What follows belongs to an exercise in optimizing a design on an open flow for small area, a short achievable clock period and few clock cycles per item; a production flow would make more cautious choices.
In this exercise RTL edits were held to simulation tests only and were not proved equivalent to the original.

==> design.v <==
`timescale 1ns/1ps
module line_factor (
    input  wire        clk,
    input  wire        rst,
    input  wire        req_valid,
    output wire        req_ready,
    input  wire [3:0]  req_phase,
    input  wire        req_norm_en,
    input  wire [31:0] req_exp_ref,
    input  wire [31:0] req_exp_meas,
    input  wire [17:0] req_norm_min,
    input  wire [17:0] req_norm_max,
    input  wire        req_drift_upd,
    input  wire        req_drift_first,
    input  wire [17:0] req_drift_mean,
    input  wire [3:0]  req_drift_shift,
    input  wire [17:0] req_drift_ref,
    input  wire [5:0]  req_drift_range,
    output wire        rsp_valid,
    input  wire        rsp_ready,
    output wire [17:0] rsp_ratio,
    output wire        rsp_norm_clamp,
    output wire [17:0] rsp_drift,
    output wire        rsp_drift_clamp
);
    localparam integer S    = 17;                  
    localparam integer FD   = S + 4;               
    localparam integer CAP  = FD + 1;              
    reg           rdy_r;
    reg [CAP-1:0] c_t;
    wire          acc  = req_valid & rdy_r;
    wire          take;
    always @(posedge clk) begin
        if (rst) begin
            c_t   <= {CAP{1'b0}};
            rdy_r <= 1'b1;
        end else begin
            case ({acc, take})
                2'b10:   begin c_t <= {c_t[CAP-2:0], 1'b1}; rdy_r <= ~c_t[CAP-2]; end
                2'b01:   begin c_t <= {1'b0, c_t[CAP-1:1]}; rdy_r <= 1'b1;        end
                default: begin                              rdy_r <= ~c_t[CAP-1]; end
            endcase
        end
    end
    assign req_ready = rdy_r;
    reg [25:0] m_st [0:15];
    reg [16:0] q_st [0:15];
    reg [15:0] m_ok, q_ok;
    reg        a_v;
    reg [3:0]  a_phase;
    reg        a_norm_en;
    reg [32:0] a_sx;
    reg [31:0] a_meas;
    reg [17:0] a_min, a_max;
    reg        a_upd, a_first;
    reg [17:0] a_mean;
    reg [3:0]  a_shift;
    reg [17:0] a_dref;
    reg [5:0]  a_range;
    reg [25:0] a_mold;
    wire [25:0] m_new;
    reg        p_v     [0:S];
    reg [3:0]  p_phase [0:S];
    reg        p_upd   [0:S];
    reg [25:0] p_qd    [0:S];    
    wire [25:0] m_rd = m_st[req_phase] & {26{m_ok[req_phase]}};
    wire        fwd_a = a_v & a_upd & (a_phase == req_phase);
    wire        fwd_0 = p_v[0] & p_upd[0] & (p_phase[0] == req_phase);
    wire [25:0] x_in;
    wire [25:0] m_f0, m_f1;
    wire        f_brw;
    wire        sel_f0 = fwd_a & ~a_first & f_brw;
    wire        sel_f1 = fwd_a & ~a_first & ~f_brw;
    wire [25:0] m_oth  = fwd_a ? x_in : fwd_0 ? p_qd[0] : m_rd;
    always @(posedge clk) begin
        if (rst) a_v <= 1'b0;
        else     a_v <= acc;
        a_phase   <= req_phase;
        a_norm_en <= req_norm_en;
        a_sx      <= {1'b0, req_exp_ref} + {18'd0, req_exp_meas[31:17]};
        a_meas    <= req_exp_meas;
        a_min     <= req_norm_min;
        a_max     <= req_norm_max;
        a_upd     <= req_drift_upd;
        a_first   <= req_drift_first;
        a_mean    <= req_drift_mean;
        a_shift   <= req_drift_shift;
        a_dref    <= req_drift_ref;
        a_range   <= req_drift_range;
        a_mold    <= ({26{sel_f0}} & m_f0) | ({26{sel_f1}} & m_f1) |
                     ({26{~(fwd_a & ~a_first)}} & m_oth);
    end
    assign      x_in   = {a_mean, 8'd0};
    wire [25:0] lmask  = ~(26'h3ffffff << a_shift);
    assign      f_brw  = (a_mold & lmask) > (x_in & lmask);
    wire [25:0] t_ms   = ~(a_mold >> a_shift);
    wire [25:0] t_xs   = x_in >> a_shift;
    wire [25:0] cs_s   = a_mold ^ t_ms ^ t_xs;
    wire [25:0] cs_c   = (a_mold & t_ms) | (a_mold & t_xs) | (t_ms & t_xs);
    assign      m_f0   = cs_s + {cs_c[24:0], 1'b0};
    assign      m_f1   = cs_s + {cs_c[24:0], 1'b1};
    assign      m_new  = a_first ? x_in : f_brw ? m_f0 : m_f1;
    wire        r_big  = ({1'b0, a_sx[32:2]} >= a_meas) | (a_meas == 32'd0);
    wire [33:0] r_u17  = {2'b00, a_sx[32:1]} - {2'b00, a_meas};
    wire        r_q17  = ~r_u17[33];
    wire [17:0] r_min0 = a_norm_en ? a_min : 18'd65536;
    wire        c_ltmn = ~a_norm_en;
    wire        c_gtmn = a_norm_en & r_big;
    wire        c_gtmx = a_norm_en & r_big;
    wire        c_eqmn = ~c_ltmn & ~c_gtmn;
    wire        c_eqmx = ~c_gtmx;
    wire        n_ltmn = c_ltmn | (c_eqmn & ~r_q17 & r_min0[17]);
    wire        n_gtmn = c_gtmn | (c_eqmn & r_q17 & ~r_min0[17]);
    wire        n_ltmx = c_eqmx & ~r_q17 & a_max[17];
    wire        n_gtmx = c_gtmx | (c_eqmx & r_q17 & ~a_max[17]);
    wire        r_ob17 = n_ltmn ? r_min0[17] : n_gtmx ? a_max[17] : r_q17;
    reg [33:0] p_rw    [0:S];    
    reg        p_rq    [0:S];    
    reg [31:0] p_rd    [0:S];    
    reg [17:0] p_rnq   [0:S];    
    reg [17:0] p_rmin  [0:S];    
    reg [17:0] p_rmax  [0:S];
    reg        p_ltmin [0:S];    
    reg        p_gtmin [0:S];    
    reg        p_ltmax [0:S];
    reg        p_gtmax [0:S];
    reg        p_nc    [0:S];    
    reg [26:0] p_qw    [0:S];    
    reg        p_qq    [0:S];    
    reg [16:0] p_qnq   [0:S];    
    reg        p_qovf  [0:S];
    reg        p_qzero [0:S];
    reg [5:0]  p_range [0:S];
    reg [17:0] s0_dref;
    always @(posedge clk) begin
        if (rst) p_v[0] <= 1'b0;
        else     p_v[0] <= a_v;
        p_phase[0] <= a_phase;
        p_upd[0]   <= a_upd;
        p_rw[0]    <= {r_u17[32:0], a_sx[0]};
        p_rq[0]    <= r_q17;
        p_rd[0]    <= a_meas;
        p_rnq[0]   <= {a_meas[16:0], r_ob17};
        p_rmin[0]  <= {r_min0[16:0], 1'b0};
        p_rmax[0]  <= {a_max[16:0], 1'b0};
        p_ltmin[0] <= n_ltmn;
        p_gtmin[0] <= n_gtmn;
        p_ltmax[0] <= n_ltmx;
        p_gtmax[0] <= n_gtmx;
        p_nc[0]    <= ~a_norm_en;
        p_qd[0]    <= m_new;
        p_qnq[0]   <= m_new[17:1];
        p_range[0] <= a_range;
        s0_dref    <= a_dref;
    end
    genvar gs;
    generate
        for (gs = 0; gs < S; gs = gs + 1) begin : g_st
            wire [33:0] rw    = p_rw[gs];
            wire        rq    = p_rq[gs];
            wire [33:0] radd  = rq ? ~{2'b00, p_rd[gs]} : {2'b00, p_rd[gs]};
            wire [34:0] rsum  = {rw, 1'b1} + {radd, rq};
            wire        rge   = ~rsum[34];
            wire        mnb   = p_rmin[gs][17];
            wire        mxb   = p_rmax[gs][17];
            wire        eqmn  = ~p_ltmin[gs] & ~p_gtmin[gs];
            wire        eqmx  = ~p_ltmax[gs] & ~p_gtmax[gs];
            wire        ltmin = p_ltmin[gs] | (eqmn & ~rge & mnb);
            wire        gtmin = p_gtmin[gs] | (eqmn & rge & ~mnb);
            wire        ltmax = p_ltmax[gs] | (eqmx & ~rge & mxb);
            wire        gtmax = p_gtmax[gs] | (eqmx & rge & ~mxb);
            wire        obit  = ltmin ? mnb : gtmax ? mxb : rge;
            wire [26:0] qw_n;
            wire        qge;
            wire        qovf;
            wire        qzero;
            if (gs == 0) begin : g_q0
                wire [25:0] md  = p_qd[0];
                wire [27:0] ox  = {3'b000, s0_dref, 7'd0};
                wire [27:0] oy  = {20'd0, md[25:18]};
                wire [27:0] oz  = ~{2'b00, md};
                wire [27:0] os  = ox ^ oy ^ oz;
                wire [27:0] oc  = (ox & oy) | (ox & oz) | (oy & oz);
                wire [27:0] osm = os + {oc[26:0], 1'b1};
                wire [27:0] fx  = {2'b00, s0_dref, 7'd0, md[17]};
                wire [27:0] fy  = {19'd0, md[25:18], 1'b0};
                wire [27:0] fs  = fx ^ fy ^ oz;
                wire [27:0] fc  = (fx & fy) | (fx & oz) | (fy & oz);
                wire [27:0] fsm = fs + {fc[26:0], 1'b1};
                assign qovf  = ~osm[27];
                assign qge   = ~fsm[27];
                assign qw_n  = fsm[26:0];
                assign qzero = (md == 26'd0);
            end else begin : g_qn
                wire [27:0] qt   = {p_qw[gs], p_qnq[gs][16]};
                wire [27:0] qadd = p_qq[gs] ? ~{2'b00, p_qd[gs]} : {2'b00, p_qd[gs]};
                wire [28:0] qsum = {qt, 1'b1} + {qadd, p_qq[gs]};
                assign qge   = ~qsum[28];
                assign qw_n  = qsum[27:1];
                assign qovf  = p_qovf[gs];
                assign qzero = p_qzero[gs];
            end
            always @(posedge clk) begin
                if (rst) p_v[gs+1] <= 1'b0;
                else     p_v[gs+1] <= p_v[gs];
                p_phase[gs+1] <= p_phase[gs];
                p_upd[gs+1]   <= p_upd[gs];
                p_rw[gs+1]    <= {rsum[33:1], p_rnq[gs][17]};
                p_rq[gs+1]    <= rge;
                p_rd[gs+1]    <= p_rd[gs];
                p_rnq[gs+1]   <= {p_rnq[gs][16:0], obit};
                p_rmin[gs+1]  <= {p_rmin[gs][16:0], 1'b0};
                p_rmax[gs+1]  <= {p_rmax[gs][16:0], 1'b0};
                p_ltmin[gs+1] <= ltmin;
                p_gtmin[gs+1] <= gtmin;
                p_ltmax[gs+1] <= ltmax;
                p_gtmax[gs+1] <= gtmax;
                p_nc[gs+1]    <= p_nc[gs];
                p_qw[gs+1]    <= qw_n;
                p_qq[gs+1]    <= qge;
                p_qd[gs+1]    <= p_qd[gs];
                p_qnq[gs+1]   <= {p_qnq[gs][15:0], qge};
                p_qovf[gs+1]  <= qovf;
                p_qzero[gs+1] <= qzero;
                if (gs + 1 < S) p_range[gs+1] <= p_range[gs];
            end
        end
    endgenerate
    wire [16:0] qf = p_qnq[S];
    reg [16:0] lo_tab;
    reg [16:0] lim_lo;
    reg [17:0] lim_hi;
    always @(posedge clk) begin
        lim_lo <= lo_tab;
        lim_hi <= 18'd131072 - {1'b0, lo_tab};
    end
    always @(*) begin
        case (p_range[S-1])
            6'd0: lo_tab = 17'd65536;
            6'd1: lo_tab = 17'd64881;
            6'd2: lo_tab = 17'd64225;
            6'd3: lo_tab = 17'd63570;
            6'd4: lo_tab = 17'd62915;
            6'd5: lo_tab = 17'd62259;
            6'd6: lo_tab = 17'd61604;
            6'd7: lo_tab = 17'd60948;
            6'd8: lo_tab = 17'd60293;
            6'd9: lo_tab = 17'd59638;
            6'd10: lo_tab = 17'd58982;
            6'd11: lo_tab = 17'd58327;
            6'd12: lo_tab = 17'd57672;
            6'd13: lo_tab = 17'd57016;
            6'd14: lo_tab = 17'd56361;
            6'd15: lo_tab = 17'd55706;
            6'd16: lo_tab = 17'd55050;
            6'd17: lo_tab = 17'd54395;
            6'd18: lo_tab = 17'd53740;
            6'd19: lo_tab = 17'd53084;
            6'd20: lo_tab = 17'd52429;
            6'd21: lo_tab = 17'd51773;
            6'd22: lo_tab = 17'd51118;
            6'd23: lo_tab = 17'd50463;
            6'd24: lo_tab = 17'd49807;
            6'd25: lo_tab = 17'd49152;
            6'd26: lo_tab = 17'd48497;
            6'd27: lo_tab = 17'd47841;
            6'd28: lo_tab = 17'd47186;
            6'd29: lo_tab = 17'd46531;
            6'd30: lo_tab = 17'd45875;
            6'd31: lo_tab = 17'd45220;
            6'd32: lo_tab = 17'd44564;
            6'd33: lo_tab = 17'd43909;
            6'd34: lo_tab = 17'd43254;
            6'd35: lo_tab = 17'd42598;
            6'd36: lo_tab = 17'd41943;
            6'd37: lo_tab = 17'd41288;
            6'd38: lo_tab = 17'd40632;
            6'd39: lo_tab = 17'd39977;
            6'd40: lo_tab = 17'd39322;
            6'd41: lo_tab = 17'd38666;
            6'd42: lo_tab = 17'd38011;
            6'd43: lo_tab = 17'd37356;
            6'd44: lo_tab = 17'd36700;
            6'd45: lo_tab = 17'd36045;
            6'd46: lo_tab = 17'd35389;
            6'd47: lo_tab = 17'd34734;
            6'd48: lo_tab = 17'd34079;
            6'd49: lo_tab = 17'd33423;
            6'd50: lo_tab = 17'd32768;
            6'd51: lo_tab = 17'd32113;
            6'd52: lo_tab = 17'd31457;
            6'd53: lo_tab = 17'd30802;
            6'd54: lo_tab = 17'd30147;
            6'd55: lo_tab = 17'd29491;
            6'd56: lo_tab = 17'd28836;
            6'd57: lo_tab = 17'd28180;
            6'd58: lo_tab = 17'd27525;
            6'd59: lo_tab = 17'd26870;
            6'd60: lo_tab = 17'd26214;
            6'd61: lo_tab = 17'd25559;
            6'd62: lo_tab = 17'd24904;
            6'd63: lo_tab = 17'd24248;
            default: lo_tab = 17'd65536;
        endcase
    end
    reg [16:0] q_sel;
    reg        q_sel_c;
    always @(*) begin
        q_sel   = qf;
        q_sel_c = 1'b0;
        if (p_qzero[S] || p_qovf[S]) begin
            q_sel   = lim_hi[16:0];
            q_sel_c = 1'b1;
        end else if (qf < lim_lo) begin
            q_sel   = lim_lo;
            q_sel_c = 1'b1;
        end else if ({1'b0, qf} > lim_hi) begin
            q_sel   = lim_hi[16:0];
            q_sel_c = 1'b1;
        end
    end
    reg        e_v, e_upd, e_qc, e_rc;
    reg [3:0]  e_phase;
    reg [16:0] e_q;
    reg [17:0] e_r;
    always @(posedge clk) begin
        if (rst) e_v <= 1'b0;
        else     e_v <= p_v[S];
        e_phase <= p_phase[S];
        e_upd   <= p_upd[S];
        e_q     <= q_sel;
        e_qc    <= q_sel_c;
        e_r     <= p_rnq[S];
        e_rc    <= (p_ltmin[S] | p_gtmax[S]) & ~p_nc[S];
    end
    wire        f_v     = e_v;
    wire [16:0] q_rd    = q_ok[e_phase] ? q_st[e_phase] : 17'd65536;
    wire [16:0] q_out   = e_upd ? e_q : q_rd;
    wire        q_out_c = e_upd & e_qc;
    wire [36:0] f_data  = {q_out_c, q_out, e_rc, e_r};
    always @(posedge clk) begin
        if (p_v[0] && p_upd[0])
            m_st[p_phase[0]] <= p_qd[0];
        if (e_v && e_upd)
            q_st[e_phase] <= e_q;
    end
    always @(posedge clk) begin
        if (rst) begin
            m_ok <= 16'd0;
            q_ok <= 16'd0;
        end else begin
            if (p_v[0] && p_upd[0])
                m_ok[p_phase[0]] <= 1'b1;
            if (e_v && e_upd)
                q_ok[e_phase] <= 1'b1;
        end
    end
    reg          o_v;
    reg [36:0]   o_data;
    reg [36:0]   fifo [0:FD-1];
    reg [FD-1:0] f_rp, f_wp, f_t;
    wire         f_empty = ~f_t[0];
    assign take = o_v & rsp_ready;
    wire   o_free = ~o_v | rsp_ready;
    wire   pop    = o_free & ~f_empty;
    wire   push   = f_v & ~(o_free & f_empty);
    reg [36:0] f_head;
    integer k;
    always @(*) begin
        f_head = 37'd0;
        for (k = 0; k < FD; k = k + 1)
            f_head = f_head | (fifo[k] & {37{f_rp[k]}});
    end
    always @(posedge clk) begin
        if (rst) begin
            o_v  <= 1'b0;
            f_rp <= {{(FD-1){1'b0}}, 1'b1};
            f_wp <= {{(FD-1){1'b0}}, 1'b1};
            f_t  <= {FD{1'b0}};
        end else begin
            if (o_free) begin
                o_v <= ~f_empty | f_v;
                if (!f_empty) o_data <= f_head;
                else          o_data <= f_data;
            end
            if (push) f_wp <= {f_wp[FD-2:0], f_wp[FD-1]};
            if (pop)  f_rp <= {f_rp[FD-2:0], f_rp[FD-1]};
            case ({push, pop})
                2'b10:   f_t <= {f_t[FD-2:0], 1'b1};
                2'b01:   f_t <= {1'b0, f_t[FD-1:1]};
                default: ;
            endcase
        end
    end
    always @(posedge clk)
        for (k = 0; k < FD; k = k + 1)
            if (f_v && f_wp[k]) fifo[k] <= f_data;
    assign rsp_valid       = o_v;
    assign rsp_ratio       = o_data[17:0];
    assign rsp_norm_clamp  = o_data[18];
    assign rsp_drift       = {1'b0, o_data[35:19]};
    assign rsp_drift_clamp = o_data[36];
endmodule
==> flow/run.sh <==
#!/bin/bash
set -euo pipefail
bash standard.sh SETUP_SLACK_MARGIN=6.3 finish > flow_make.log 2>&1
==> standard.sh <==
#!/bin/bash
# synth_recipe.tcl (not shown) runs the flow's synth.tcl, then flattens the netlist and writes it again
# the make line also repeats each setting of config.mk as NAME=value (left out here)
make -C /OpenROAD-flow-scripts/flow DESIGN_CONFIG=/design/flow/config.mk WORK_HOME=/design/flow/orfs CLKGATE_MAP_FILE= SYNTH_SCRIPT=/design/flow/synth_recipe.tcl "${@:-finish}"
==> config.mk <==
export PLATFORM = sky130hd
export DESIGN_NAME = line_factor
export DESIGN_NICKNAME = line_factor
export VERILOG_FILES = /design/flow/design.v
export SDC_FILE = /design/flow/constraint.sdc
export NUM_CORES = 4
export LEC_CHECK = 0
export CAP_MARGIN = 20
export CORE_MARGIN = 2
export CORE_UTILIZATION = 55
export SLEW_MARGIN = 20
==> constraint.sdc <==
create_clock -name core_clock -period 10.0 [get_ports {clk}]
set_input_delay 2.0000 -clock core_clock [delete_from_list [all_inputs] [get_ports {clk}]]
set_output_delay 2.0000 -clock core_clock [all_outputs]
set_load 0.01 [all_outputs]
==> results by group, run 1 <==
Status
  • Status: complete, no violations

STA
  • Final Cycle Share: 0.453
  • RSZ-0062 raised after global routing: true
  • Setup TNS: 0 ps
  • Fmax: ~220 MHz
  • Final min period: roughly 4500 ps
  • Final setup violation count: 0
  • Final Hold Fails: 0
  • Slew Limit Fails: 0
  • Worst slew margin: 0.333
  • Worst Skew: roughly 73 ps
  • Least-Margin Pin Slew: 1000 ps

GRT
  • Largest net degree at the start of global routing: 84
  • GRT overflow: 0
  • Vias in the first global route: 121000
  • Total global-route track usage: 0.237
  • Initial antenna violation count: 13
  • First-pass GRT wire length: 678 mm

Synthesis
  • Yosys top cell area share: 0.346
  • Post-synth top area cell: dfxtp_1
  • Yosys Warn Count: 23
  • Post-synth top flop: dfxtp_1
  • Number of synthesized flops with an enable pin: 1502
  • Synth Area per Inst: between 10 and 15 um^2
  • Sequential-to-total area share from yosys stat: 0.578
  • Synth Cell Area: about 190000 um^2
  • Seq cells post-synth: 4867
  • Synth unique cells: 95
  • Synth top area cells: dfxtp_1, edfxtp_1, ha_1
  • Syn_nets: 17400
  • Post-synthesis cell count: 15900
  • Async SR Flop Fraction: 0

CTS
  • Inserted Clock Buffers: 481
  • Clock Pin Slew Worst Setup and Hold Paths: 60 ps
  • H-tree levels: 5
  • Max Buffers Root-to-Sink: 4
  • CTS tree: done
  • Clock Root Buffer: clkbuf_16
  • Clock Sinks: 4867
  • Clock latency on the worst-skew pair: 1000 ps

Critical path
  • Worst Path Required: 10930 ps
  • Critical Path Source Type: register
  • CP endpoint kind: register
  • CP max stage delay: between 500 and 600 ps
  • Launch point of the critical path: a_shift[0]
  • CP Data Arrival Time: ~5500 ps
  • Worst Path Max Fanout: 7
  • CP Cell Sequence: buf_12 > buf_16 > buf_12 > mux2i_2 > a21oi_2 > mux2i_4 > mux2_2 > fa_1 > inv_1 > ha_4 > nand2_1 > nand2b_1 > a21o_1 > a221oi_4 > a21oi_4 > o31ai_4 > buf_4 > buf_6 > o21bai_4 > xnor2_2 > o21ai_1 > nor2_1 > a21oi_1
  • Crit Path Class: register to register
  • Launching point of the worst reg2reg path: a_shift[0]
  • Crit-path most repeated cell: buf_12
  • Critical path's slowest cell: fa_1

Drt
  • DRT Pass-1 Iters: 6
  • Vias: ~120k
  • Vias/cell: between 5 and 6
  • DRT iter0 DRCs: 8622
  • Routed WL: between 400 and 500 mm
  • Post-route ant nets: 0
  • DRC viols: 0
  • WL/cell: 20.4 um

Floorplanning
  • DIE AREA: ~360000 um^2
  • Initial Util: 0.552
  • Site Rows: 218
  • I/O pin count: 197
  • Core footprint: 352000 um^2
  • Die width: 599 um
  • Die height: 599 um

Finish
  • Multi-input gate area: about 81000 um^2
  • Reg area: 113000 um^2
  • Most frequent cells in the layout: dfxtp_1, edfxtp_1, ha_1
  • Commonest non-fill, non-tap cell in the layout: dfxtp_1
  • Post-route insts no fill: 21800
  • Fillers: approximately 27000
  • Layout cells sized above 1: 0.125
  • Layout Nets: 18100
  • Final instance area: 225000 um^2
  • Area Overhead vs Synth: 15.7%

Placed design
  • Placed insts: 20600
  • Port Buf Inserts: 195
  • DP Wirelength: ~280 mm
  • Routability cong.: 0.861
  • Area after DPL: 203000 um^2

Min path
  • Worst min path class: register to register
  • Hold Crit Start: p_rmax[1][10]

Run
  • Max-cap viol count: 0
## cells in the mapped netlist (30+ instances only)
| master | count |
|---|---|
| dfxtp_1 | 3365 |
| edfxtp_1 | 1502 |
| ha_1 | 1256 |
| xor2_1 | 1236 |
| a21oi_1 | 1094 |
| nor2_1 | 845 |
| xnor2_1 | 747 |
| nand2_1 | 638 |
| a21o_1 | 552 |
| o21ai_0 | 523 |
| inv_1 | 515 |
| clkbuf_1 | 275 |
| mux4_2 | 239 |
| nand3_1 | 230 |
| o21bai_1 | 188 |
| a22oi_1 | 187 |
| nor3_1 | 182 |
| nor2b_1 | 166 |
| nand2b_1 | 163 |
| nand4_1 | 154 |
| o21a_1 | 143 |
| mux2i_1 | 127 |
| buf_1 | 120 |
| a22o_1 | 114 |
| a221oi_1 | 105 |
| a31oi_1 | 105 |
| and3_1 | 99 |
| and2_1 | 87 |
| a211oi_1 | 85 |
| o211ai_1 | 56 |
| o31ai_1 | 49 |
| or2_2 | 48 |
| nor3b_1 | 46 |
| or3_1 | 42 |
| a222oi_1 | 38 |
| fa_1 | 33 |
| a21boi_0 | 30 |
## layer usage
| layer | part of all wire | global-route usage | vias to the layer above |
|---|---|---|---|
| li1 | - | - | 59100 |
| met1 | 0.45 | 0.324 | 58200 |
| met2 | 0.47 | 0.399 | 3305 |
| met3 | 0.052 | 0.0278 | 772 |
| met4 | 0.026 | 0.0644 | 0 |
| met5 | 0 | 0 | - |
## timing repair
item | in CTS | in global routing
setup buffers | 78 | 164
hold buffers | 0 | 0
gates cloned | 21 | 21
pin swaps | 75 | 146
gates resized for setup | 467 | 327
endpoints found under the hold margin | 0 | 0
endpoints found under the setup margin | 381 | 271
## critical path: cells and delay by family, from the launching register on
family / cells / cell delay, ps
flops: 1 / 370
fa+ha+maj: 2 / 780
xor+xnor: 1 / 130
compound gates: 8 / 1550
simple gates: 3 / 270
mux: 3 / 610
buf+inv: 6 / 770
## cell type report
class,count,share of cell area
timing repair inverter,2,0.0000445
clock inverter,246,0.0128
clock buffer,655,0.0613
tap,4730,0.0263
timing repair buffer,641,0.0297
antenna,4,0.0000445
sequential,4867,0.500
multi-input combinational,10100,0.361
inverter,515,0.00867
## sequential cells by signal, indices dropped and copies added (netlist names), 37 cells and up
| register | flops |
|---|---|
| p_qw | 432 |
| p_rw | 562 |
| p_range | 96 |
| m_st | 416 |
| q_st | 272 |
| p_qnq | 288 |
| p_phase | 72 |
| fifo | 777 |
| p_rd | 408 |
| p_rmin | 153 |
| o_data | 37 |
| p_rmax | 153 |
| p_qd | 307 |
| p_rnq | 307 |
## worst paths after layout
kind / slack (ps) / to / cells after the start
setup reg to reg: 5470 / a_mold[19] / 23
hold / removal: 290 / p_rmax[2][11] / 0
setup / recovery: 5470 / a_mold[19] / 23
hold reg to reg: 290 / p_rmax[2][11] / 0
## logic make-up (layout without fill, tap and decap cells)
kind of cell | Yosys count | count (layout) | share of synthesized area
AOI/OAI and AO/OA | 3673 | 3674 | 0.126
xor gates and xnor gates | 1983 | 1983 | 0.0892
adders and majority gates | 1289 | 1289 | 0.0841
buffers and inverters | 936 | 2059 | 0.0184
DFF | 4867 | 4867 | 0.578
muxes | 385 | 385 | 0.0353
other | 1 | 5 | 0.0000193
and+or+nand+nor | 2804 | 2804 | 0.0695
## through the flow
step | util | setup slack, ps | hold slack [ps]
detailed placement | 0.575 | 4240 | 312
global placement | 0.575 | 4360 | 309
global route | 0.639 | 5240 | 296
floorplan | - | 5710 | 310
finish | 0.639 | 5470 | 291
CTS | 0.630 | 5490 | 285
Testbench counts, summed over its fixed seeds: cycles 2,568, items 2,400.
==> inputs of run 2 (changes only) <==
==> run.sh (new file) <==
#!/bin/bash
# synth_recipe.tcl (not shown) runs the flow's synth.tcl, then flattens the netlist and writes it again
# the make line also repeats each setting of config.mk as NAME=value (left out here)
make -C /OpenROAD-flow-scripts/flow DESIGN_CONFIG=/design/flow/config.mk WORK_HOME=/design/flow/orfs CLKGATE_MAP_FILE= SYNTH_SCRIPT=/design/flow/synth_recipe.tcl finish
--- a/config.mk
+++ b/config.mk
@@ -8,4 +8,5 @@
 export CAP_MARGIN = 20
 export CORE_MARGIN = 2
 export CORE_UTILIZATION = 55
+export SETUP_SLACK_MARGIN = 5
 export SLEW_MARGIN = 20
removed: flow/run.sh
removed: standard.sh
==> run 2 against run 1 <==
  * The layout now fails its checks (antenna violations)
  * First-iteration DRC count decreased by 3.7%
  * Largest cell class unchanged
  * Synthesized cell count is the same
  * Non-clock buffer count down 273
  * Clock skew rose by 3.5 ps
==> results by group, run 2 <==
Status
  • Status: failed layout checks
  • SO Faults: antenna violations

Synthesis
  • Most common cell in the synthesized netlist: dfxtp_1
  • Yosys top cell area share: 0.346
  • Number of synthesized flops with an enable pin: 1502
  • Post-synth top area cell: dfxtp_1
  • Synth top area cells: dfxtp_1, edfxtp_1, ha_1
  • Seq cells post-synth: 4867
  • Synth unique cells: 95
  • Synth Cell Area: 195000 um^2
  • Yosys Warn Count: 23
  • Synth Area per Inst: 12.2 um^2
  • Top cells by count, synth: dfxtp_1, edfxtp_1, ha_1, xor2_1, a21oi_1
  • Syn_nets: 17400
  • Async SR Flop Fraction: 0
  • Post-synth top flop: dfxtp_1
  • Post-synthesis cell count: 15900
  • Sequential-to-total area share from yosys stat: 0.578

STA
  • Least-Margin Pin Slew: between 1000 and 1500 ps
  • Setup TNS: 0 ps
  • Fmax: around 210 MHz
  • Final setup violation count: 0
  • Worst slew margin: 0.244
  • RSZ-0062 raised after global routing: true
  • Final Cycle Share: 0.483
  • Slew Limit Fails: 0
  • Final Hold Fails: 0
  • Final min period: 4830 ps
  • Worst Skew: 76.5 ps

CTS
  • Inserted Clock Buffers: 475
  • H-tree levels: 5
  • Max Buffers Root-to-Sink: 4
  • Post-CTS Hold Buffers: 0
  • Clock Pin Slew Worst Setup and Hold Paths: ~60 ps
  • Clock Root Buffer: clkbuf_16
  • Clock Sinks: 4867
  • CTS tree: done
  • Clock latency on the worst-skew pair: 990 ps

GRT
  • Total global-route track usage: 0.235
  • Initial antenna violation count: 8
  • Largest net degree at the start of global routing: 95
  • GRT overflow: 0
  • Vias in the first global route: 121000
  • First-pass GRT wire length: 672 mm

Critical path
  • Critical Path Source Type: register
  • CP endpoint kind: register
  • CP max stage delay: 540 ps
  • CP Cell Sequence: buf_12 > inv_1 > buf_8 > mux2i_1 > a21oi_1 > fa_1 > inv_1 > ha_2 > fa_1 > a21o_1 > a21oi_2 > o21ai_2 > a221oi_2 > a21oi_2 > nor3_2 > o21ai_1 > a31oi_1 > xnor2_1 > o21ai_0 > o21a_1
  • R2R depth: 20
  • CP Data Arrival Time: 5710 ps
  • Critical path's slowest cell: fa_1
  • Worst Path Max Fanout: 44
  • Crit Path Class: register to register
  • Worst Path Required: 10880 ps

Run
  • Max-cap viol count: 0

Placed design
  • Routability cong.: 0.878
  • Port Buf Inserts: 195
  • DP Wirelength: ~290 mm
  • Placed insts: 20600

Drt
  • Post-route ant nets: 1
  • WL/cell: 20.1 um
  • Vias/cell: about 5.6
  • DRT iter0 DRCs: 8303
  • Routed WL: between 400 and 500 mm
  • DRT Pass-1 Iters: 6
  • DRC viols: 0
  • Vias: 120000

Finish
  • Area Overhead vs Synth: 12.7%
  • Layout cells sized above 1: 0.0853
  • Post-route insts no fill: between 20000 and 25000
  • Commonest non-fill, non-tap cell in the layout: dfxtp_1
  • Largest register FFs: roughly 780
  • Regs by FF count: fifo x777, p_rw x562, p_qw x432
  • Final Core Density: 0.622
  • Layout Nets: between 15000 and 20000
  • Most flop-heavy register: fifo
  • Most frequent cells in the layout: dfxtp_1, edfxtp_1, ha_1

Min path
  • Worst min path class: register to register
  • Hold depth: 0

Floorplanning
  • DIE AREA: 359000 um^2
  • I/O pin count: 197
  • Die width: ~600 um
  • Initial Util: 0.552
  • Die height: 599 um
  • Site Rows: 218
  • Core footprint: 352000 um^2
## run 2: cell counts after synthesis
No cell type changed its count.
## run 2: logic make-up after synthesis
| kind of cell | count (synthesis) | share of synthesized area |
|---|---|---|
| and+or+nand+nor | 2804 | 0.0695 |
| adders and majority gates | 1289 | 0.0841 |
| other | 1 | 0.0000193 |
| muxes | 385 | 0.0353 |
| AOI/OAI and AO/OA | 3673 | 0.126 |
| buffers and inverters | 936 | 0.0184 |
| xor gates and xnor gates | 1983 | 0.0892 |
| DFF | 4867 | 0.578 |
## run 2: final cells by class
cell class              instances  area (um^2)
inverters                     515         1940
multi-input cells           10100        78900
repair buffers                368         3410
well taps                    4730         5920
clock inverters               233         3220
diodes                          7         17.5
flip-flops and latches       4867       113000
clock buffers                 654        13400
fillers                     27400       133000
## run 2: what timing repair did
action / 4_1_cts / 5_1_grt
gates cloned: 3 / 1
pin swaps: 3 / 7
buffers inserted: 4 / 7
endpoints found under the setup margin: 29 / 18
resized for setup: 25 / 32
## run 2: stage by stage
step	setup WS [ps]	hold slack, ps	cell area (um^2)
5_1_grt	4940	295	219000
3_3_place_gp	4000	310	202000
3_5_place_dp	3960	312	202000
2_1_floorplan	5020	310	195000
6_report	5170	297	219000
4_1_cts	5010	296	219000
## run 2: worst paths after layout
kind	startpoint	slack, ps	endpoint
max	a_shift[2]	5170	a_mold[25]
min	p_rmax[9][15]	300	p_rmax[10][16]
max reg2reg	a_shift[2]	5170	a_mold[25]
min reg2reg	p_rmax[9][15]	300	p_rmax[10][16]
## run 2: critical path, delay by kind of cell, from the launching register on
kind	cells	cell delay, ps
AND/OR/NAND/NOR	1	300
flip-flops	1	320
multiplexers	1	280
buffers and inverters	4	720
AO/OA/AOI/OAI	10	1750
XOR/XNOR	1	140
adder cells (fa/ha/maj)	3	1200
## run 2: layer usage
metal  up-vias  global-route usage  wire, um
met1     57900               0.305    186000
met5         -                   0        13
met2      3123               0.408    209000
li1      58600                   -         -
met3       793              0.0331     23700
met4         2              0.0686     12700
==> inputs of run 3 (changes only) <==
--- a/design.v
+++ b/design.v
@@ -24,7 +24,7 @@
     output wire        rsp_drift_clamp
 );
     localparam integer S    = 17;                  
-    localparam integer FD   = S + 4;               
+    localparam integer FD   = S + 5;               
     localparam integer CAP  = FD + 1;              
     reg           rdy_r;
     reg [CAP-1:0] c_t;
@@ -49,71 +49,133 @@
     reg        a_v;
     reg [3:0]  a_phase;
     reg        a_norm_en;
-    reg [32:0] a_sx;
-    reg [31:0] a_meas;
+    reg [31:0] a_ref, a_meas;
     reg [17:0] a_min, a_max;
     reg        a_upd, a_first;
     reg [17:0] a_mean;
-    reg [3:0]  a_shift;
+    reg [15:0] a_soh;      
+    reg [25:0] a_xs;       
+    reg [14:0] a_lmask;    
     reg [17:0] a_dref;
     reg [5:0]  a_range;
-    reg [25:0] a_mold;
-    wire [25:0] m_new;
+    reg [25:0] a_ma, a_mb;  
     reg        p_v     [0:S];
     reg [3:0]  p_phase [0:S];
     reg        p_upd   [0:S];
     reg [25:0] p_qd    [0:S];    
-    wire [25:0] m_rd = m_st[req_phase] & {26{m_ok[req_phase]}};
+    reg        b_v;
+    reg [3:0]  b_phase;
+    reg        b_upd;
+    reg [25:0] b_ma, b_mb;
+    wire [25:0] m_rd  = m_st[req_phase] & {26{m_ok[req_phase]}};
     wire        fwd_a = a_v & a_upd & (a_phase == req_phase);
+    wire        fwd_b = b_v & b_upd & (b_phase == req_phase);
     wire        fwd_0 = p_v[0] & p_upd[0] & (p_phase[0] == req_phase);
-    wire [25:0] x_in;
-    wire [25:0] m_f0, m_f1;
-    wire        f_brw;
-    wire        sel_f0 = fwd_a & ~a_first & f_brw;
-    wire        sel_f1 = fwd_a & ~a_first & ~f_brw;
-    wire [25:0] m_oth  = fwd_a ? x_in : fwd_0 ? p_qd[0] : m_rd;
+    wire [25:0] n_ma, n_mb;      
     always @(posedge clk) begin
         if (rst) a_v <= 1'b0;
         else     a_v <= acc;
         a_phase   <= req_phase;
         a_norm_en <= req_norm_en;
-        a_sx      <= {1'b0, req_exp_ref} + {18'd0, req_exp_meas[31:17]};
+        a_ref     <= req_exp_ref;
         a_meas    <= req_exp_meas;
         a_min     <= req_norm_min;
         a_max     <= req_norm_max;
         a_upd     <= req_drift_upd;
         a_first   <= req_drift_first;
         a_mean    <= req_drift_mean;
-        a_shift   <= req_drift_shift;
+        a_soh     <= 16'd1 << req_drift_shift;
+        a_xs      <= {req_drift_mean, 8'd0} >> req_drift_shift;
+        a_lmask   <= ~(15'h7fff << req_drift_shift);
         a_dref    <= req_drift_ref;
         a_range   <= req_drift_range;
-        a_mold    <= ({26{sel_f0}} & m_f0) | ({26{sel_f1}} & m_f1) |
-                     ({26{~(fwd_a & ~a_first)}} & m_oth);
+        if (fwd_a) begin
+            a_ma <= n_ma;
+            a_mb <= n_mb;
+        end else if (fwd_b) begin
+            a_ma <= b_ma;
+            a_mb <= b_mb;
+        end else begin
+            a_ma <= fwd_0 ? p_qd[0] : m_rd;
+            a_mb <= 26'd0;
+        end
+    end
+    wire [25:0] x_in = {a_mean, 8'd0};
+    reg  [25:0] a_sh, b_sh;    
+    reg  [25:0] k_pos;         
+    reg         c_s;
+    integer     j;
+    wire [16:0] f_low = {1'b0, a_ma[15:0]} + {1'b0, a_mb[15:0]};
+    wire [15:0] f_cin = f_low[15:0] ^ a_ma[15:0] ^ a_mb[15:0];    
+    wire [26:0] f_all = {1'b0, a_ma} + {1'b0, a_mb};
+    wire        f_k   = f_all[26];
+    wire        f_brw = (f_low[14:0] & a_lmask) > (x_in[14:0] & a_lmask);
+    always @(*) begin
+        a_sh  = 26'd0;
+        b_sh  = 26'd0;
+        k_pos = 26'd0;
+        c_s   = 1'b0;
+        for (j = 0; j < 16; j = j + 1) begin
+            a_sh = a_sh | ((a_ma >> j) & {26{a_soh[j]}});
+            b_sh = b_sh | ((a_mb >> j) & {26{a_soh[j]}});
+            c_s  = c_s | (f_cin[j] & a_soh[j]);
+        end
+        for (j = 1; j < 16; j = j + 1)
+            k_pos[26 - j] = a_soh[j];
+    end
+    wire [25:0] l1_s = a_ma ^ a_mb ^ a_xs;
+    wire [25:0] l1_c = (a_ma & a_mb) | (a_ma & a_xs) | (a_mb & a_xs);
+    wire [25:0] l1_d = {l1_c[24:0], 1'b0};
+    wire [25:0] l2_o = ~a_sh;
+    wire [25:0] l2_s = l1_s ^ l1_d ^ l2_o;
+    wire [25:0] l2_c = (l1_s & l1_d) | (l1_s & l2_o) | (l1_d & l2_o);
+    wire [25:0] l2_d = {l2_c[24:0], 1'b0};
+    wire [25:0] l3_o = ~b_sh;
+    wire [25:0] l3_s = l2_s ^ l2_d ^ l3_o;
+    wire [25:0] l3_c = (l2_s & l2_d) | (l2_s & l3_o) | (l2_d & l3_o);
+    wire [25:0] l3_d = {l3_c[24:0], ~c_s};
+    wire [25:0] l4_o = k_pos & {26{f_k}};
+    wire [25:0] l4_s = l3_s ^ l3_d ^ l4_o;
+    wire [25:0] l4_c = (l3_s & l3_d) | (l3_s & l4_o) | (l3_d & l4_o);
+    assign n_ma = a_first ? x_in : l4_s;
+    assign n_mb = a_first ? 26'd0 : {l4_c[24:0], ~f_brw};
+    wire [32:0] a_sx = {1'b0, a_ref} + {18'd0, a_meas[31:17]};    
+    reg        b_norm_en;
+    reg [32:0] b_sx;
+    reg [31:0] b_meas;
+    reg [17:0] b_min, b_max;
+    reg [17:0] b_dref;
+    reg [5:0]  b_range;
+    always @(posedge clk) begin
+        if (rst) b_v <= 1'b0;
+        else     b_v <= a_v;
+        b_phase   <= a_phase;
+        b_upd     <= a_upd;
+        b_ma      <= n_ma;
+        b_mb      <= n_mb;
+        b_norm_en <= a_norm_en;
+        b_sx      <= a_sx;
+        b_meas    <= a_meas;
+        b_min     <= a_min;
+        b_max     <= a_max;
+        b_dref    <= a_dref;
+        b_range   <= a_range;
     end
-    assign      x_in   = {a_mean, 8'd0};
-    wire [25:0] lmask  = ~(26'h3ffffff << a_shift);
-    assign      f_brw  = (a_mold & lmask) > (x_in & lmask);
-    wire [25:0] t_ms   = ~(a_mold >> a_shift);
-    wire [25:0] t_xs   = x_in >> a_shift;
-    wire [25:0] cs_s   = a_mold ^ t_ms ^ t_xs;
-    wire [25:0] cs_c   = (a_mold & t_ms) | (a_mold & t_xs) | (t_ms & t_xs);
-    assign      m_f0   = cs_s + {cs_c[24:0], 1'b0};
-    assign      m_f1   = cs_s + {cs_c[24:0], 1'b1};
-    assign      m_new  = a_first ? x_in : f_brw ? m_f0 : m_f1;
-    wire        r_big  = ({1'b0, a_sx[32:2]} >= a_meas) | (a_meas == 32'd0);
-    wire [33:0] r_u17  = {2'b00, a_sx[32:1]} - {2'b00, a_meas};
+    wire [25:0] m_new = b_ma + b_mb;
+    wire        r_big  = ({1'b0, b_sx[32:2]} >= b_meas) | (b_meas == 32'd0);
+    wire [33:0] r_u17  = {2'b00, b_sx[32:1]} - {2'b00, b_meas};
     wire        r_q17  = ~r_u17[33];
-    wire [17:0] r_min0 = a_norm_en ? a_min : 18'd65536;
-    wire        c_ltmn = ~a_norm_en;
-    wire        c_gtmn = a_norm_en & r_big;
-    wire        c_gtmx = a_norm_en & r_big;
+    wire [17:0] r_min0 = b_norm_en ? b_min : 18'd65536;
+    wire        c_ltmn = ~b_norm_en;
+    wire        c_gtmn = b_norm_en & r_big;
+    wire        c_gtmx = b_norm_en & r_big;
     wire        c_eqmn = ~c_ltmn & ~c_gtmn;
     wire        c_eqmx = ~c_gtmx;
     wire        n_ltmn = c_ltmn | (c_eqmn & ~r_q17 & r_min0[17]);
     wire        n_gtmn = c_gtmn | (c_eqmn & r_q17 & ~r_min0[17]);
-    wire        n_ltmx = c_eqmx & ~r_q17 & a_max[17];
-    wire        n_gtmx = c_gtmx | (c_eqmx & r_q17 & ~a_max[17]);
-    wire        r_ob17 = n_ltmn ? r_min0[17] : n_gtmx ? a_max[17] : r_q17;
+    wire        n_ltmx = c_eqmx & ~r_q17 & b_max[17];
+    wire        n_gtmx = c_gtmx | (c_eqmx & r_q17 & ~b_max[17]);
+    wire        r_ob17 = n_ltmn ? r_min0[17] : n_gtmx ? b_max[17] : r_q17;
     reg [33:0] p_rw    [0:S];    
     reg        p_rq    [0:S];    
     reg [31:0] p_rd    [0:S];    
@@ -134,24 +196,24 @@
     reg [17:0] s0_dref;
     always @(posedge clk) begin
         if (rst) p_v[0] <= 1'b0;
-        else     p_v[0] <= a_v;
-        p_phase[0] <= a_phase;
-        p_upd[0]   <= a_upd;
-        p_rw[0]    <= {r_u17[32:0], a_sx[0]};
+        else     p_v[0] <= b_v;
+        p_phase[0] <= b_phase;
+        p_upd[0]   <= b_upd;
+        p_rw[0]    <= {r_u17[32:0], b_sx[0]};
         p_rq[0]    <= r_q17;
-        p_rd[0]    <= a_meas;
-        p_rnq[0]   <= {a_meas[16:0], r_ob17};
+        p_rd[0]    <= b_meas;
+        p_rnq[0]   <= {b_meas[16:0], r_ob17};
         p_rmin[0]  <= {r_min0[16:0], 1'b0};
-        p_rmax[0]  <= {a_max[16:0], 1'b0};
+        p_rmax[0]  <= {b_max[16:0], 1'b0};
         p_ltmin[0] <= n_ltmn;
         p_gtmin[0] <= n_gtmn;
         p_ltmax[0] <= n_ltmx;
         p_gtmax[0] <= n_gtmx;
-        p_nc[0]    <= ~a_norm_en;
+        p_nc[0]    <= ~b_norm_en;
         p_qd[0]    <= m_new;
         p_qnq[0]   <= m_new[17:1];
-        p_range[0] <= a_range;
-        s0_dref    <= a_dref;
+        p_range[0] <= b_range;
+        s0_dref    <= b_dref;
     end
     genvar gs;
     generate
==> flow/run.sh (new file) <==
#!/bin/bash
set -euo pipefail
bash standard.sh SETUP_SLACK_MARGIN=6.3 finish > flow_make.log 2>&1
==> standard.sh (new file) <==
#!/bin/bash
# synth_recipe.tcl (not shown) runs the flow's synth.tcl, then flattens the netlist and writes it again
# the make line also repeats each setting of config.mk as NAME=value (left out here)
make -C /OpenROAD-flow-scripts/flow DESIGN_CONFIG=/design/flow/config.mk WORK_HOME=/design/flow/orfs CLKGATE_MAP_FILE= SYNTH_SCRIPT=/design/flow/synth_recipe.tcl "${@:-finish}"
--- a/config.mk
+++ b/config.mk
@@ -7,6 +7,7 @@
 export LEC_CHECK = 0
 export CAP_MARGIN = 20
 export CORE_MARGIN = 2
-export CORE_UTILIZATION = 55
-export SETUP_SLACK_MARGIN = 5
+export CORE_UTILIZATION = 50
+export CTS_CLUSTER_DIAMETER = 100
+export CTS_CLUSTER_SIZE = 24
 export SLEW_MARGIN = 20
removed: run.sh
==> run 3 against run 2 <==
  * Now clean on timing, DRC and antenna
  * First-iteration DRC count increased by 10%
  * Worst hold slack got worse by 5.0 ps
  * Sequential share of layout area increased by 1.1 points
  * Clock skew shrank 6.7 ps
  * Register-to-register slack better by 580 ps
  * Core utilization decreased by 7.2 points
  * Non-clock buffer count rose by 249
==> results by group, run 3 <==
Status
  • Status: complete, no violations

Synthesis
  • Sequential-to-total area share from yosys stat: 0.575
  • Most common cell in the synthesized netlist: dfxtp_1
  • Yosys top cell area share: 0.351
  • Seq cells post-synth: about 5200
  • Number of synthesized flops with an enable pin: 1539
  • Synth unique cells: between 100 and 150
  • Synth top area cells: dfxtp_1, edfxtp_1, ha_1
  • Post-synth top flop: dfxtp_1
  • Post-synthesis cell count: about 17000
  • Post-synth top area cell: dfxtp_1
  • Top cells by count, synth: dfxtp_1, edfxtp_1, ha_1, xor2_1, a21oi_1
  • Async SR Flop Fraction: 0
  • Yosys Warn Count: 23
  • Syn_nets: roughly 19000
  • Synth Cell Area: ~210000 um^2
  • Synth Area per Inst: 12.1 um^2

Floorplanning
  • Die width: 647 um
  • DIE AREA: about 420000 um^2
  • Die height: between 600 and 700 um
  • Site Rows: 236
  • Core footprint: about 410000 um^2
  • Initial Util: 0.501
  • I/O pin count: about 200

Drt
  • Routed WL: 456 mm
  • DRC viols: 0
  • Vias: 125000
  • Vias/cell: 5.43
  • WL/cell: 19.9 um
  • Post-route ant nets: 0
  • DRT Pass-1 Iters: 8
  • DRT iter0 DRCs: between 9000 and 10000

Finish
  • Area Overhead vs Synth: 9.80%
  • Commonest non-fill, non-tap cell in the layout: dfxtp_1
  • Fillers: approximately 35000
  • Final Core Density: 0.550
  • Most flop-heavy register: fifo
  • Final instance area: 227000 um^2
  • Regs by FF count: fifo x814, p_rw x562, p_qw x432
  • Layout cells sized above 1: 0.0885
  • Most frequent cells in the layout: dfxtp_1, edfxtp_1, ha_1
  • Layout Nets: 18900
  • Largest register FFs: 814

Placed design
  • Pre-CTS setup slack: 4200 ps
  • Routability cong.: 0.832
  • Port Buf Inserts: 195
  • Area after DPL: approximately 220000 um^2
  • DP Wirelength: 294 mm

CTS
  • CTS tree: done
  • Post-CTS Hold Buffers: 0
  • Clock Sinks: about 5200
  • Clock Pin Slew Worst Setup and Hold Paths: around 100 ps
  • Clock latency on the worst-skew pair: 990 ps
  • Max Buffers Root-to-Sink: 4
  • Clock Root Buffer: clkbuf_16
  • H-tree levels: 4
  • Inserted Clock Buffers: 242

GRT
  • Initial antenna violation count: 12
  • First-pass GRT wire length: a little under 700 mm
  • Total global-route track usage: 0.209
  • GRT overflow: 0
  • Largest net degree at the start of global routing: 96
  • Vias in the first global route: 122000

STA
  • Final setup violation count: 0
  • Final min period: 4240 ps
  • Fmax: between 200 and 250 MHz
  • Final Hold Fails: 0
  • Least-Margin Pin Slew: 1060 ps
  • Fin worst setup slack: 5760 ps
  • Setup TNS: 0 ps
  • Final Cycle Share: 0.424
  • Worst Skew: 69.9 ps
  • Slew Limit Fails: 0
  • RSZ-0062 raised after global routing: true
  • Worst slew margin: 0.290

Run
  • Max-cap viol count: 0

Critical path
  • Worst Path Max Fanout: 3
  • Worst Path Required: approximately 11000 ps
  • CP Data Arrival Time: 5080 ps
  • Crit Path Class: register to register
  • CP endpoint kind: register
  • Critical Path Source Type: register

Min path
  • Worst min path class: register to register
run 3: cell count changes in the layout (fill, tap and decap cells not counted), sizes merged, moves of 57 or more:
cell,delta
fa,+62
dfxtp,+266
bufinv,-57
a221oi,+142
nand2,+73
buf,+249
clkbuf,-306
a22o,+90
inv,+123
clkinv,-122
run 3: path summary, 6_finish.rpt:
path | startpoint | to | slack (ps) | cells after the start
worst min register to register | p_rmax[3][14] | p_rmax[4][15] | 290 | 0
worst max-delay path | a_ma[0] | a_mb[0] | 5760 | 21
worst min-delay path | p_rmax[3][14] | p_rmax[4][15] | 290 | 0
worst max register to register | a_ma[0] | a_mb[0] | 5760 | 21
run 3: routing by layer:
layer  track usage  up-vias  routed length, um
li1              -    61800                  -
met1         0.276    59100             201000
met2         0.362     2892             219000
met3        0.0217      808              21000
met4        0.0634        2              15200
met5             0        -                  8
run 3: logic make-up (layout without fill, tap and decap cells):
family,after synthesis,count (layout),synth area share
AOI/OAI and AO/OA,3893,3893,0.128
xor gates and xnor gates,2051,2051,0.0870
adders and majority gates,1392,1392,0.0877
buffers and inverters,1195,1620,0.0219
DFF,5170,5170,0.575
muxes,377,377,0.0323
other,1,5,0.0000181
and+or+nand+nor,2948,2950,0.0686
run 3: what timing repair did:
item | 4_1_cts | 5_1_grt
setup endpoints to repair | 443 | 302
hold endpoints to repair | 0 | 0
cloned | 11 | 18
pin swaps | 55 | 163
buffers inserted | 56 | 137
gates resized for setup | 411 | 332
run 3: critical path: stages, from the launching register on:
cell and delay [ps]:
dfxtp_4 390, ha_4 170, fa_2 340, a21o_1 180, a21oi_2 140, o21bai_1 80, a21o_1 220, a21oi_4 190
o21ai_4 80, nor2_2 160, o21ai_1 80, xor2_1 170, and2_4 160, ha_4 260, nand4_1 100, a221oi_2 190
nand4_1 100, a221o_1 260, a221o_1 270, a221oi_2 210, nor2_2 130, o31ai_1 220
run 3: per-stage QoR:
| stage | hold WS [ps] | std cells |
|---|---|---|
| 2_1_floorplan | 310 | 17000 |
| 3_3_place_gp | 310 | 22400 |
| 3_5_place_dp | 312 | 22400 |
| 4_1_cts | 286 | 22800 |
| 5_1_grt | 300 | 22900 |
| 6_report | 292 | 22900 |
run 3: cell type report:
class / instances / area [um^2] / share of cell area
Inverter: 645 / 2430 / 0.0107
Timing Repair Buffer: 617 / 6070 / 0.0267
Sequential cell: 5170 / 119000 / 0.524
Tap cell: 5474 / 6850 / 0.0302
Clock buffer: 331 / 6470 / 0.0285
Multi-Input combinational cell: 10700 / 85700 / 0.378
Clock inverter: 25 / 390 / 0.00172
Timing Repair inverter: 2 / 10.0 / 0.0000441
Antenna cell: 4 / 10.0 / 0.0000441
Testbench counts of run 3, summed over its fixed seeds: cycles 2,576, items 2,400.
==> inputs of run 4 (changes only) <==
==> run.sh (new file) <==
#!/bin/bash
# synth_recipe.tcl (not shown) runs the flow's synth.tcl, then flattens the netlist and writes it again
# the make line also repeats each setting of config.mk as NAME=value (left out here)
make -C /OpenROAD-flow-scripts/flow DESIGN_CONFIG=/design/flow/config.mk WORK_HOME=/design/flow/orfs CLKGATE_MAP_FILE= SYNTH_SCRIPT=/design/flow/synth_recipe.tcl finish
--- a/config.mk
+++ b/config.mk
@@ -10,4 +10,5 @@
 export CORE_UTILIZATION = 50
 export CTS_CLUSTER_DIAMETER = 100
 export CTS_CLUSTER_SIZE = 24
+export SETUP_SLACK_MARGIN = 5
 export SLEW_MARGIN = 20
removed: flow/run.sh
removed: standard.sh
==> run 4 against run 3 <==
  * Global-route usage up 0.12 points
  * Final area decreased by 2.2%
  * Via count is 0.66% lower
  * Sequential cell count did not move
  * First-iteration DRC count shrank 0.68%
  * Still clean
  * Fmax is 10% lower
  * Cell count shrank 1.0%
==> results by group, run 4 <==
Status
  • Status: complete, no violations

Critical path
  • CP max stage delay: slightly below 800 ps
  • CP Data Arrival Time: 5650 ps
  • CP Cell Sequence: clkdlybuf4s50_1 > nor2b_1 > nand2b_1 > inv_1 > ha_1 > buf_4 > nor2_1 > a221oi_1
  • CP top delay family: simple AND/OR/NAND/NOR gates
  • Worst Path Required: between 10000 and 15000 ps
  • Crit Path Class: input port to register
  • Crit Reg-Reg Endpoint: a_ma[23]
  • R2r setup slk: 5270 ps
  • CP bufs+invs: 3
  • Critical Path Source Type: input port
  • R2R depth: 14
  • CP endpoint kind: register
  • Worst Path Max Fanout: 44
  • Critical path's slowest cell: nand2b_1
  • Launching point of the worst reg2reg path: a_ma[19]

CTS
  • H-tree levels: 4
  • CTS tree: done
  • Max Buffers Root-to-Sink: 4
  • Clock Pin Slew Worst Setup and Hold Paths: around 100 ps
  • Clock Sinks: 5170
  • Inserted Clock Buffers: between 200 and 250
  • Clock latency on the worst-skew pair: 1010 ps
  • Clock Root Buffer: clkbuf_16

STA
  • Fin worst setup slack: 5270 ps
  • Setup TNS: 0 ps
  • Worst Skew: around 83 ps
  • Least-Margin Pin Slew: 1120 ps
  • Final Cycle Share: 0.473
  • Hold slack: 298 ps
  • Slew Limit Fails: 0
  • RSZ-0062 raised after global routing: false
  • Final setup violation count: 0
  • Final min period: 4730 ps
  • Final Hold Fails: 0
  • Worst slew margin: 0.256
  • Fmax: 212 MHz

Placed design
  • Routability cong.: 0.837
  • Area after DPL: between 200000 and 250000 um^2
  • DP Wirelength: around 300 mm
  • Port Buf Inserts: roughly 200
  • Pre-CTS setup slack: 4240 ps

GRT
  • Largest net degree at the start of global routing: 93
  • Total global-route track usage: 0.210
  • First-pass GRT wire length: roughly 700 mm
  • Vias in the first global route: 121000
  • Initial antenna violation count: 14
  • GRT overflow: 0

Drt
  • Post-route ant nets: 0
  • Vias: about 120k
  • Routed WL: 449 mm
  • DRT iter0 DRCs: 9082
  • Vias/cell: between 5 and 6
  • DRT Pass-1 Iters: 8
  • DRC viols: 0
  • WL/cell: 19.8 um

Finish
  • Regs by FF count: fifo x814, p_rw x562, p_qw x432
  • Most frequent cells in the layout: dfxtp_1, edfxtp_1, ha_1
  • Final instance area: 222000 um^2
  • Largest register FFs: between 800 and 900
  • Commonest non-fill, non-tap cell in the layout: dfxtp_1
  • Most flop-heavy register: fifo
  • Area Overhead vs Synth: 7.37%
  • Layout cells sized above 1: 0.0557
  • Layout Nets: roughly 19000

Synthesis
  • Synth unique cells: 109
  • Synth Area per Inst: 12.1 um^2
  • Syn_nets: 18600
  • Most common cell in the synthesized netlist: dfxtp_1
  • Synth Cell Area: slightly above 200000 um^2
  • Post-synthesis xor/xnor area fraction: 0.0870
  • Synth top area cells: dfxtp_1, edfxtp_1, ha_1
  • Compound-cell area share of the yosys netlist: 0.128
  • Synth Area in Adders: 0.0877
  • Post-synthesis cell count: 17000
  • Top cells by count, synth: dfxtp_1, edfxtp_1, ha_1, xor2_1, a21oi_1
  • Main combinational cell family by area after synthesis: compound AO/OA/AOI/OAI gates
  • Mux share of post-synthesis cell area: 0.0323
  • Sequential-to-total area share from yosys stat: 0.575
  • Yosys Warn Count: 23
  • Post-synth top flop: dfxtp_1
  • Synth Area in Simple Gates: 0.0686
  • Post-synth top area cell: dfxtp_1
  • Seq cells post-synth: between 5000 and 6000
  • Async SR Flop Fraction: 0
  • Yosys top cell area share: 0.351
  • Number of synthesized flops with an enable pin: 1539

Min path
  • Worst min path class: register to register
  • Hold endpoint: p_rnq[16][9]
  • Hold Crit Start: p_rnq[15][8]
  • Hold depth: 0

Floorplanning
  • Initial Util: 0.501
  • DIE AREA: 419000 um^2
  • Die width: 647 um
  • I/O pin count: 197
  • Die height: between 600 and 700 um
  • Site Rows: 236
  • Core footprint: 413000 um^2

Run
  • Max-cap viol count: 0
-- run 4: changes by cell type in the layout (fill, tap and decap cells not counted), sizes merged, moves of 2 or more --
cell	delta
clkbuf	-20
clkinvlp	-4
buf	-217
bufbuf	-8
clkdlybuf4s50	+38
inv	+2
bufinv	-4
clkinv	-2
clkdlybuf4s15	-15
-- run 4: how the worst max path moves through the flow --
stage	startpoint	end	slack (ps)	depth (start not counted)
after floorplan	rst	o_data[0]	5390	4
after global placement	rsp_ready	f_t[12]	4260	9
after detailed placement	rsp_ready	f_t[0]	4240	8
after CTS	a_ma[0]	a_mb[0]	5080	21
after global routing	a_ma[0]	a_mb[0]	5040	21
final	rsp_ready	f_t[0]	5270	8
-- run 4: through the flow --
step	utilization	std cells
after detailed placement	0.522	22300
after global placement	0.522	22300
after CTS	0.538	22700
final	0.538	22700
after floorplan	-	17000
after global routing	0.538	22700
-- run 4: repair_timing --
item / 4_1_cts / 5_1_grt
resized for setup: 0 / 14
setup buffers: 0 / 3
endpoints found under the setup margin: 0 / 12
hold buffers: 0 / 0
-- run 4: layout make-up --
class                   instances  area [um^2]
repair buffers                396         3450
diodes                          3         7.51
clock inverters                19          272
multi-input cells           10700        83600
flip-flops and latches       5170       119000
inverters                     645         2420
clock buffers                 329         6460
fillers                     35400       190000
well taps                    5474         6850
-- run 4: routing by layer --
metal / GRT usage / part of all wire
met1: 0.277 / 0.44
met2: 0.363 / 0.48
met3: 0.0239 / 0.047
met4: 0.0632 / 0.033
met5: 0 / 0.000033
-- run 4: worst register-to-register path, stage by stage, from the launching register on --
cell     delay, ps
dfxtp_1        320
buf_4          290
ha_1           330
a21o_1         160
a21o_1         160
a21o_1         170
a21o_1         170
a21o_1         170
a21o_1         170
a21oi_1        330
nand3_1        760
nand2_1        360
fa_1           410
o21ai_0        590
mux2_2         270
-- run 4: cell families after synthesis --
kind of cell | after synthesis
compound gates | 3893
other cells | 1
mux | 377
simple gates | 2948
fa+ha+maj | 1392
buf+inv | 1195
flops | 5170
xor+xnor | 2051

==> afterwards: timing with drivers on the ports <==
Ports are ideal in the flow. The routed layouts listed here were re-timed in OpenROAD.
Step 1, drivers: a clkbuf_16 drives clk and a buf_2 each remaining input, both assumed.
Step 2 times the ports against the registers' clock, not the clock port: input delays grow and output delays shrink by t, the midpoint of the rising clock arrivals with the driver on.
Three values: ideal, step 1, step 2; two values: the first two.
run	t (ns)	setup WS [ns]	pins driven straight from the clock port
run 1	1.071	5.471 / 5.471 / 4.965	1
run 2	1.067	5.174 / 5.174 / 4.387	1
run 3	1.071	5.757 / 5.757 / 5.230	1
run 4	1.096	5.272 / 5.273 / 4.273	1
The setup slack of run 4, which loses most, moves by +0.001 ns with the drivers and by -0.999 ns with both steps.
